What follows belongs to an exercise in optimizing a design on an open flow for small area, a short achievable clock period and few clock cycles per item; a production flow would make more cautious choices.
In this exercise RTL edits were held to simulation tests only and were not proved equivalent to the original.

## cvu_unit
module cvu_unit (
    input             clk,
    input             rst,
    input             cfg_valid,
    input      [2:0]  cfg_preset,
    input      [6:0]  cfg_width,
    input             cfg_refin,
    input             cfg_refout,
    input             cfg_sym10,
    input      [63:0] cfg_poly,
    input      [63:0] cfg_init,
    input      [63:0] cfg_xor,
    input             in_valid,
    output            in_ready,
    input      [63:0] in_data,
    input      [3:0]  in_count,
    input             in_last,
    output reg        res_valid,
    output reg [63:0] res_data
);
    integer i, j, k;
    reg  [63:0] d_q;
    reg  [8:0]  rs_q;    
    reg  [7:0]  thb_q;   
    reg  [6:0]  ths_q;   
    reg         l_q, v_q, rdy_q;
    reg         in_ready_r;
    reg  [2:0]  p_q;
    reg  [6:0]  w_q;
    reg         ri_q, ro_q, s10_q;
    reg         cv_q;
    reg  [63:0] rg_poly, rg_init, rg_xor;
    assign in_ready = in_ready_r;
    reg  [63:0] G;       
    reg  [63:0] I;       
    reg  [63:0] H;       
    reg  [63:0] X;       
    reg  [6:0]  W;       
  ...
==> flow/config.mk <==
export PLATFORM = sky130hd
export DESIGN_NAME = cvu_unit
export DESIGN_NICKNAME = cvu_unit
export VERILOG_FILES = /design/flow/design.v
export SDC_FILE = /design/flow/constraint.sdc
export NUM_CORES = 4
export LEC_CHECK = 0
export CAP_MARGIN = 20
export CORE_MARGIN = 2
export CORE_UTILIZATION = 50
export SLEW_MARGIN = 20
==> flow/constraint.sdc <==
create_clock -name core_clock -period 54.0 [get_ports {clk}]
set_input_delay 10.8000 -clock core_clock [delete_from_list [all_inputs] [get_ports {clk}]]
set_output_delay 10.8000 -clock core_clock [all_outputs]
set_load 0.01 [all_outputs]
standard.sh (not shown) runs the stock make flow with config.mk's settings and CLKGATE_MAP_FILE= SYNTH_SCRIPT=/design/flow/synth_recipe.tcl, a recipe that flattens the netlist after the stock synthesis.
==> flow/flow/run.sh <==
#!/bin/bash
# The standard layout (standard.sh: unchanged synthesis and steps) with two
# changes in how it is made:
#  - the port buffers buffer_ports inserts are plain buf_2 cells instead of
#    the delay buffers (clkdlybuf4s50_1) it picks by default;
set -euo pipefail
export BUFFER_PORTS_ARGS="-buffer_cell sky130_fd_sc_hd__buf_2"
export SETUP_SLACK_MARGIN=42.3
export SKIP_LAST_GASP=1
bash standard.sh > standard.log 2>&1
Testbench counts at the start, summed over its fixed seeds: cycles 21,575, beats 21,116.
Change:
--- a/flow/design.v
+++ b/flow/design.v
@@ -22,17 +22,17 @@
     reg  [63:0] d_q;
     reg  [8:0]  rs_q;    
     reg  [7:0]  thb_q;   
     reg  [6:0]  ths_q;   
     reg         l_q, v_q, rdy_q;
     reg         in_ready_r;
+    reg         nrdy_r;      
     reg  [2:0]  p_q;
     reg  [6:0]  w_q;
     reg         ri_q, ro_q, s10_q;
     reg         cv_q;
-    reg  [63:0] rg_poly, rg_init, rg_xor;
     assign in_ready = in_ready_r;
     reg  [63:0] G;       
     reg  [63:0] I;       
     reg  [63:0] H;       
     reg  [63:0] X;       
     reg  [6:0]  W;       
@@ -46,14 +46,14 @@
     reg  [6:0]  e_w;
     reg         e_ri, e_ro, e_s10;
     reg  [63:0] e_x, e_g, e_i, e_h;
     always @* begin
         e_w = (w_q == 7'd0) ? 7'd1 : (w_q > 7'd64) ? 7'd64 : w_q;
         e_ri = ri_q; e_ro = ro_q; e_s10 = s10_q;
-        e_x = rg_xor;
-        e_g = rg_poly; e_i = rg_init; e_h = 64'h0;
+        e_x = H;
+        e_g = G; e_i = I; e_h = 64'h0;
         case (p_q)
             3'd0: ;
             3'd1: begin
                 e_w = 7'd32; e_ri = 1'b1; e_ro = 1'b1; e_s10 = 1'b0;
                 e_x = 64'h00000000FFFFFFFF;
                 e_g = 64'h04C11DB700000000; e_i = 64'hFFFFFFFF00000000;
@@ -5908,22 +5908,23 @@
         d_q   <= in_data;
         rs_q  <= rs_nx;
         thb_q <= thb_nx;
         ths_q <= ths_nx;
         l_q   <= in_last;
         v_q   <= in_valid;
-        rdy_q <= in_ready_r;
+        rdy_q <= ~nrdy_r;
         p_q   <= cfg_preset;
         w_q   <= cfg_width;
         ri_q  <= cfg_refin;
         ro_q  <= cfg_refout;
         s10_q <= cfg_sym10;
-        rg_poly <= cfg_poly;
-        rg_init <= cfg_init;
-        rg_xor  <= cfg_xor;
-        if (cv_q) begin
+        if (cfg_valid) begin
+            G <= cfg_poly;
+            I <= cfg_init;
+            H <= cfg_xor;
+        end else if (cv_q) begin
             G <= e_g;
             I <= e_i;
             H <= e_h;
         end else begin
             if (cs2) G <= rot_out;
             if (cs3) I <= rot_out;
@@ -5950,27 +5951,31 @@
             cv_q       <= 1'b0;
             cs2        <= 1'b0;
             cs3        <= 1'b0;
             cs4        <= 1'b0;
             cs5        <= 1'b0;
             in_ready_r <= 1'b1;
+            nrdy_r     <= 1'b0;
             in_span    <= 1'b0;
             sel_i      <= 1'b1;
             nwt        <= 1'b0;
             res_pend   <= 1'b0;
             res_valid  <= 1'b0;
         end else begin
             cv_q      <= cfg_valid;
             cs2       <= cv_q & ~preset_q & ~cfg_valid;
             cs3       <= cs2 & ~cfg_valid;
             cs4       <= cs3 & ~cfg_valid;
             cs5       <= cs4 & ~cfg_valid;
-            if (cfg_valid)
+            if (cfg_valid) begin
                 in_ready_r <= (cfg_preset != 3'd0);
-            else if (cs4)
+                nrdy_r     <= (cfg_preset == 3'd0);
+            end else if (cs4) begin
                 in_ready_r <= 1'b1;
+                nrdy_r     <= 1'b0;
+            end
             if (beat)
                 in_span <= ~l_q;
             sel_i     <= ~(beat ? ~l_q : in_span) & ~(cs2 | cs3 | cs4);
             nwt       <= (cs2 | cs3 | cs4) & ~cfg_valid;
             res_pend  <= beat & l_q;
             res_valid <= res_pend;
After rerunning:
- worst hold slack gains 0.0034 ns
- synthesized area went down by 3.3%
- global-route usage goes up by 4.0 points
- via count went up by 2.6%
- sequential share of layout area goes down by 3.7 points
- critical path depth is higher by 27
- cell area fell by 2.9%
- utilization hardly moves
- die area fell by 3.2%
- setup slack got worse by 0.0049 ns
- register-to-register slack gets worse by 0.09 ns
- count of clock-buffer cells in the layout drops by 36
- cell count increases by 1.6%
Testbench counts after the change, summed over its fixed seeds: cycles 21,575, beats 21,116.

==> port drivers added, routing unchanged <==
The flow's constraints put no driver on any port. The routed layouts listed below were extracted and timed again, unchanged, in two steps. Step 1 sets driving cells, clkbuf_16 on the clock port and buf_2 on the other inputs (assumed; they add their load-dependent delay and slew). Step 2, shift: input delay + t, output delay - t, t = (earliest + latest rising clock arrival at the registers) / 2. This alone moves slack from input paths to output paths. Three values: no drivers, after step 1, after step 2; two values: the first two.
run	shift t [ns]	setup slack, ns	pins driven straight from the clock port
the first run	0.772	41.969 / 41.893 / 42.054	1
the second run	0.754	41.964 / 41.910 / 41.651	1
After both steps setup and hold are still met in every run listed. The setup slack of the second run, which loses most, moves by -0.054 ns with the drivers and by -0.313 ns with both steps.
